Source: an optimization exercise on an open RTL-to-GDS flow (aim: small area and a short achievable clock period). Production flows keep margins and buffers that such runs may drop. Where RTL was checked, it was by simulation tests only, not by an equivalence proof against the original. Power and IR drop assume default switching activity.

old:
Design bsm_burst_check, start of the top module:
module bsm_burst_check (
    input  wire         clk,
    input  wire         rst,           
    input  wire         in_valid,
    input  wire [639:0] in_burst,      
    input  wire [47:0]  in_addr,       
    input  wire [13:0]  in_gen,        
    output wire         out_valid,
    output wire [511:0] out_data,      
    output wire [2:0]   out_cls0,      
    output wire [2:0]   out_cls1,      
    output wire [31:0]  out_synd0,     
    output wire [31:0]  out_synd1,     
    output wire [1:0]   out_ss,        
    output wire [1:0]   out_poison,    
    output wire         out_addr_mis,  
    output wire         out_gen_mis,   
    output wire         out_wb,        
    output wire [15:0]  ce_cnt,        
    output wire [15:0]  ue_cnt         
);
    wire [15:0] st0_d, sm0_d, st1_d, sm1_d;
    wire        ss0_d, ss1_d, dz0_d, dz1_d;
    bsm_casement_syn u_syn0 (
        .word (in_burst[288:0]),
        .st (st0_d), .sm (sm0_d), .ss (ss0_d), .dz (dz0_d)
    );
    bsm_casement_syn u_syn1 (
        .word (in_burst[577:289]),
        .st (st1_d), .sm (sm1_d), .ss (ss1_d), .dz (dz1_d)
    );
  ...
For scale: about 4,100 cells after synthesis, ~37,000 µm² of cells after synthesis.
export LEC_CHECK = 0
export CAP_MARGIN = 20
export CORE_AREA = 5 5 395 395
export DIE_AREA = 0 0 400 400
export SLEW_MARGIN = 20
create_clock -name core_clock -period 10.0 [get_ports {clk}]
run.sh (not shown) runs the stock make flow with config.mk's settings and CLKGATE_MAP_FILE= SYNTH_SCRIPT=/design/flow/synth_recipe.tcl, a recipe that flattens the netlist after the stock synthesis.
Per the final summary, old finished and its layout is clean on timing, DRC and antenna.
Changes in new relative to old:
Settings: DIE_AREA now 0 0 300 300, was 0 0 400 400; CORE_AREA now 5 5 295 295, was 5 5 395 395.
[summary]
- FAIL new @ I/O pin placement (3_2_place_iop): tool exited with error
- Diff old -> new: area after synthesis flat; horizontal extent of the die down 100 µm; site row count down 37.
- new: initial cell density of the core 20 points above old
- Going from old to new, die boundary height shrinks by 25%.
No run of this note included a check of the RTL's function; only the layout flow was run.

========
## the previous run
Another version of the RTL of bsm_burst_check (not shown whole).
For scale: about 4300 cells after synthesis, ~1300 I/O pins, about 46000 um2 of cells after synthesis.
==> flow/design.v (excerpt) <==
module bsm_burst_check (
    input  wire         clk,
    input  wire         rst,           
    input  wire         in_valid,
    input  wire [639:0] in_burst,      
    input  wire [47:0]  in_addr,       
    input  wire [13:0]  in_gen,        
    output reg          out_valid,
    output reg  [511:0] out_data,      
    output reg  [2:0]   out_cls0,      
    output reg  [2:0]   out_cls1,      
    output reg  [31:0]  out_synd0,     
    output reg  [31:0]  out_synd1,     
    output reg  [1:0]   out_ss,        
    output reg  [1:0]   out_poison,    
    output reg          out_addr_mis,  
    output reg          out_gen_mis,   
    output reg          out_wb,        
    output reg  [15:0]  ce_cnt,        
    output reg  [15:0]  ue_cnt         
);
export LEC_CHECK = 0
export CAP_MARGIN = 20
export CORE_AREA = 45 45 335 335
export DIE_AREA = 0 0 380 380
export SLEW_MARGIN = 20
create_clock -name core_clock -period 10.0 [get_ports {clk}]
standard.sh (not shown) runs the stock make flow with config.mk's settings and CLKGATE_MAP_FILE= SYNTH_SCRIPT=/design/flow/synth_recipe.tcl, a recipe that flattens the netlist after the stock synthesis.
==> flow/flow/run.sh <==
#!/bin/bash
# The standard layout, with two changes to how it is made:
#  - port buffers are buf_1 cells (the smallest buffer) instead of the
#    resizer's default pick; repair may still size them up;
#  - from clock-tree synthesis on, timing repair aims at a setup slack of
#    SETUP_MARGIN ns at the design's clock period, so the layout is
#    optimised for a shorter achieved period. The clock period and the
#    constraints are unchanged.
# Each make run's full output goes to its own log here; ORFS's per-step
# logs are under orfs/logs.
set -euo pipefail
SETUP_MARGIN=6.6
export BUFFER_PORTS_ARGS="-buffer_cell sky130_fd_sc_hd__buf_1"
bash standard.sh "BUFFER_PORTS_ARGS=$BUFFER_PORTS_ARGS" synth floorplan place \
    > make_synth_place.log 2>&1
bash standard.sh "BUFFER_PORTS_ARGS=$BUFFER_PORTS_ARGS" \
    SETUP_SLACK_MARGIN=$SETUP_MARGIN finish > make_cts_finish.log 2>&1
#### Input delta (the current run over the previous run)
- setting CTS_CLUSTER_DIAMETER to 80 for the first time
- setting CTS_CLUSTER_SIZE to 25 for the first time
- setting CTS_BUF_LIST to sky130_fd_sc_hd__clkbuf_16 for the first time
--- outcome ---
Taking the previous run as the reference point, the period utilization of the current run rises by 0.23 points.
The current run ends up with a total power density per cell area that is 11% lower than in the previous run.
The run showing the smaller proportion of power drawn by combinational gates is the previous run.

========
## lane 1
Another version of the RTL of bsm_burst_check (not shown whole).
Size in the first run: roughly 4300 cells after synthesis, roughly 1200 flip-flops, roughly 1300 I/O pins, about 47000 sq um of cells after synthesis.
clock: 10.0 ns
lec_check: 0
cap_margin: 20
core_area: 45 45 335 335
die_area: 0 0 380 380
slew_margin: 20
==> flow/flow/run.sh <==
#!/bin/bash
# The standard layout, with two changes to how it is made:
#  - port buffers are buf_1 cells (the smallest buffer) instead of the
#    resizer's default pick; repair may still size them up;
#  - from clock-tree synthesis on, timing repair aims at a setup slack of
#    SETUP_MARGIN ns at the design's clock period, so the layout is
#    optimised for a shorter achieved period. The clock period and the
#    constraints are unchanged.
# Each make run's full output goes to its own log here; ORFS's per-step
# logs are under orfs/logs.
set -euo pipefail
SETUP_MARGIN=6.0
export BUFFER_PORTS_ARGS="-buffer_cell sky130_fd_sc_hd__buf_1"
bash standard.sh "BUFFER_PORTS_ARGS=$BUFFER_PORTS_ARGS" synth floorplan place \
    > make_synth_place.log 2>&1
bash standard.sh "BUFFER_PORTS_ARGS=$BUFFER_PORTS_ARGS" \
    SETUP_SLACK_MARGIN=$SETUP_MARGIN finish > make_cts_finish.log 2>&1
Edits applied to the flow inputs when going from lane 1 to lane 2:
-- flow/flow/run.sh --
<<< lane 1, line 10
# logs are under orfs/logs.
set -euo pipefail
SETUP_MARGIN=6.0
export BUFFER_PORTS_ARGS="-buffer_cell sky130_fd_sc_hd__buf_1"
bash standard.sh "BUFFER_PORTS_ARGS=$BUFFER_PORTS_ARGS" synth floorplan place \
>>> lane 2, line 10
# logs are under orfs/logs.
set -euo pipefail
SETUP_MARGIN=6.4
export BUFFER_PORTS_ARGS="-buffer_cell sky130_fd_sc_hd__buf_1"
bash standard.sh "BUFFER_PORTS_ARGS=$BUFFER_PORTS_ARGS" synth floorplan place \
--- outcome ---
Lane 2 ended with less fraction of the cycle the final worst path needs than lane 1. Lane 2 vs. lane 1: maximum frequency now sits higher; first-pass GRT wire length now sits at about the same level. Delta (lane 2 minus lane 1): setup slack increased 0.39 ns, minimum clock period after layout decreased 0.39 ns, total placed instance area essentially unchanged. Lane 1 was carried through to the last stage, and its layout satisfied the timing, DRC and antenna checks. Lane 2 went all the way through the flow, and no timing, DRC or antenna check failed. Lane 1 -> lane 2: per-instance average area after synthesis delta 0, exact match.

========
== JK ==
Another version of the RTL of bsm_burst_check (not shown whole).
Size: ~4100 cells after synthesis, roughly 1200 flip-flops, ~1300 I/O pins.
clock: 10.0 ns
lec_check: 0
cap_margin: 20
core_area: 30 30 350 350
cts_buf_list: sky130_fd_sc_hd__clkbuf_16
cts_cluster_diameter: 80
cts_cluster_size: 25
die_area: 0 0 380 380
slew_margin: 20
==> flow/flow/run.sh <==
#!/bin/bash
# The standard layout, with two changes to how it is made:
#  - port buffers are buf_1 cells (the smallest buffer) instead of the
#    resizer's default pick; repair may still size them up;
#  - from clock-tree synthesis on, timing repair aims at a setup slack of
#    SETUP_MARGIN ns at the design's clock period, so the layout is
#    optimised for a shorter achieved period. The clock period and the
#    constraints are unchanged.
# Each make run's full output goes to its own log here; ORFS's per-step
# logs are under orfs/logs.
set -euo pipefail
SETUP_MARGIN=6.6
export BUFFER_PORTS_ARGS="-buffer_cell sky130_fd_sc_hd__buf_1"
bash standard.sh "BUFFER_PORTS_ARGS=$BUFFER_PORTS_ARGS" synth floorplan place \
    > make_synth_place.log 2>&1
bash standard.sh "BUFFER_PORTS_ARGS=$BUFFER_PORTS_ARGS" \
    SETUP_SLACK_MARGIN=$SETUP_MARGIN finish > make_cts_finish.log 2>&1
Setup changes, JK to MS
# JK
export LEC_CHECK = 0
export CAP_MARGIN = 20
export CORE_AREA = 30 30 350 350
export CTS_BUF_LIST = sky130_fd_sc_hd__clkbuf_16
export CTS_CLUSTER_DIAMETER = 80
export CTS_CLUSTER_SIZE = 25
export DIE_AREA = 0 0 380 380
export SLEW_MARGIN = 20
create_clock -name core_clock -period 10.0 [get_ports {clk}]
# MS
export LEC_CHECK = 0
export CAP_MARGIN = 20
export CORE_AREA = 20 20 360 360
export CTS_BUF_LIST = sky130_fd_sc_hd__clkbuf_16
export CTS_CLUSTER_DIAMETER = 90
export CTS_CLUSTER_SIZE = 28
export DIE_AREA = 0 0 380 380
export SLEW_MARGIN = 20
create_clock -name core_clock -period 10.0 [get_ports {clk}]
-- flow/flow/run.sh --
<<< JK, line 11
set -euo pipefail
SETUP_MARGIN=6.6
export BUFFER_PORTS_ARGS="-buffer_cell sky130_fd_sc_hd__buf_1"
>>> MS, line 11
set -euo pipefail
SETUP_MARGIN=6.7
export BUFFER_PORTS_ARGS="-buffer_cell sky130_fd_sc_hd__buf_1"
- Higher power density over the cells was reported by JK, not MS.
- The clock-buffer cell count number comes out higher for JK vs MS.
- Global routing met2 resource utilization, MS and JK: higher on JK
- Number of ordinary and repair buffers in the finished layout, MS and JK: higher on MS
Input changes introduced in AL (baseline for comparison: MS):
-- flow/flow/run.sh --
<<< MS, line 11
set -euo pipefail
SETUP_MARGIN=6.7
export BUFFER_PORTS_ARGS="-buffer_cell sky130_fd_sc_hd__buf_1"
>>> AL, line 11
set -euo pipefail
SETUP_MARGIN=6.75
export BUFFER_PORTS_ARGS="-buffer_cell sky130_fd_sc_hd__buf_1"
--- outcome ---
- Share of the clock period used by the worst path after layout essentially unchanged between MS and AL.
- Total wire length essentially unchanged between AL and MS.
- Re final setup violation count: no difference whatsoever between AL and MS.
- The lower setup slack of MS and AL is in MS.
- From MS to AL the numbers moved as follows: total non-filler cell area in the finished layout grew by 3.1%; first-pass GRT wire length held steady; worst hold slack held steady.
> inputs changed (AL -> TR)
# AL
export LEC_CHECK = 0
export CAP_MARGIN = 20
export CORE_AREA = 20 20 360 360
export CTS_BUF_LIST = sky130_fd_sc_hd__clkbuf_16
export CTS_CLUSTER_DIAMETER = 90
export CTS_CLUSTER_SIZE = 28
export DIE_AREA = 0 0 380 380
export SLEW_MARGIN = 20
create_clock -name core_clock -period 10.0 [get_ports {clk}]
# TR
export LEC_CHECK = 0
export CAP_MARGIN = 20
export CORE_AREA = 45 45 335 335
export CTS_BUF_LIST = sky130_fd_sc_hd__clkbuf_16
export CTS_CLUSTER_DIAMETER = 80
export CTS_CLUSTER_SIZE = 25
export DIE_AREA = 0 0 380 380
export SLEW_MARGIN = 20
create_clock -name core_clock -period 10.0 [get_ports {clk}]
-- flow/flow/run.sh --
<<< AL, line 11
set -euo pipefail
SETUP_MARGIN=6.75
export BUFFER_PORTS_ARGS="-buffer_cell sky130_fd_sc_hd__buf_1"
>>> TR, line 11
set -euo pipefail
SETUP_MARGIN=6.9
export BUFFER_PORTS_ARGS="-buffer_cell sky130_fd_sc_hd__buf_1"
Notes after the runs:
- Sort TR and AL by number of buffers other than clock buffers in the final layout, ascending, and AL comes first.
- When the final numbers for TR and AL were put side by side, the cell area turned out to be smaller in AL.
- TR vs AL — number of inserted filler cells in the final layout dropped by more than a quarter
- TR reports a lower power share of the sequential group than AL does.
The inputs of PW differ from those of TR as listed below.
# TR
export LEC_CHECK = 0
export CAP_MARGIN = 20
export CORE_AREA = 45 45 335 335
export CTS_BUF_LIST = sky130_fd_sc_hd__clkbuf_16
export CTS_CLUSTER_DIAMETER = 80
export CTS_CLUSTER_SIZE = 25
export DIE_AREA = 0 0 380 380
export SLEW_MARGIN = 20
create_clock -name core_clock -period 10.0 [get_ports {clk}]
# PW
export LEC_CHECK = 0
export CAP_MARGIN = 20
export CORE_AREA = 30 30 350 350
export CTS_BUF_LIST = sky130_fd_sc_hd__clkbuf_16
export CTS_CLUSTER_DIAMETER = 90
export CTS_CLUSTER_SIZE = 28
export DIE_AREA = 0 0 380 380
export SLEW_MARGIN = 20
create_clock -name core_clock -period 10.0 [get_ports {clk}]
-- flow/flow/run.sh --
<<< TR, line 11
set -euo pipefail
SETUP_MARGIN=6.9
export BUFFER_PORTS_ARGS="-buffer_cell sky130_fd_sc_hd__buf_1"
>>> PW, line 11
set -euo pipefail
SETUP_MARGIN=6.6
export BUFFER_PORTS_ARGS="-buffer_cell sky130_fd_sc_hd__buf_1"
Notes after the runs:
Changes observed in PW relative to TR: worst vdd rail ir drop dropped 0.057 mV, total net switching power dropped 2.4%.
The critical path startpoint comes out out_data[14] in one run and out_ss[1] in the other, namely in PW and TR respectively.
PW against TR: worst hold-check slack moved up; final critical-path share of the clock period has increased; sequential power share went up by 2.1 points; total setup buffers inserted after CTS saw a decrease.

==> afterwards: timing with drivers on the ports <==
Ports are ideal in the flow. The routed layouts listed here were re-timed in OpenROAD. Step 1 (the two cells are an assumption about what drives the block):
set clk [get_ports {clk}]
set_driving_cell -lib_cell sky130_fd_sc_hd__clkbuf_16 $clk
set_driving_cell -lib_cell sky130_fd_sc_hd__buf_2 [delete_from_list [all_inputs] $clk]
Step 2 moves the port delays by t, midway between the first and last clock arrival at a register: inputs arrive t later, outputs are due t later. That takes back most of the time a late clock gives input paths. Slacks: no drivers / after step 1 / after step 2; pairs: no drivers / after step 1.
| run | t (ns) | setup slack, ns | latest minus earliest clock arrival (ns) | cell pins on the clock port's net |
|---|---|---|---|---|
| old | 0.766 | 1.889 / 1.808 / 2.574 | 0.040 / 0.040 | 1 |
| the previous run | 0.765 | 6.601 / 6.518 / 6.034 | 0.030 / 0.030 | 1 |
| the current run | 0.747 | 6.578 / 6.496 / 6.027 | 0.043 / 0.042 | 1 |
| lane 1 | 0.766 | 6.011 / 6.011 / 5.837 | 0.045 / 0.045 | 1 |
| lane 2 | 0.767 | 6.396 / 6.324 / 5.890 | 0.041 / 0.042 | 1 |
| JK | 0.782 | 6.611 / 6.528 / 6.028 | 0.030 / 0.030 | 1 |
| MS | 0.764 | 6.731 / 6.650 / 6.050 | 0.036 / 0.035 | 1 |
| AL | 0.767 | 6.742 / 6.665 / 6.041 | 0.049 / 0.050 | 1 |
| TR | 0.739 | 6.785 / 6.701 / 6.145 | 0.019 / 0.020 | 1 |
| PW | 0.756 | 6.620 / 6.538 / 6.011 | 0.039 / 0.039 | 1 |
After both steps every run listed still meets setup and hold. The setup slack of AL, which loses most, moves by -0.077 ns with the drivers and by -0.701 ns with both steps.
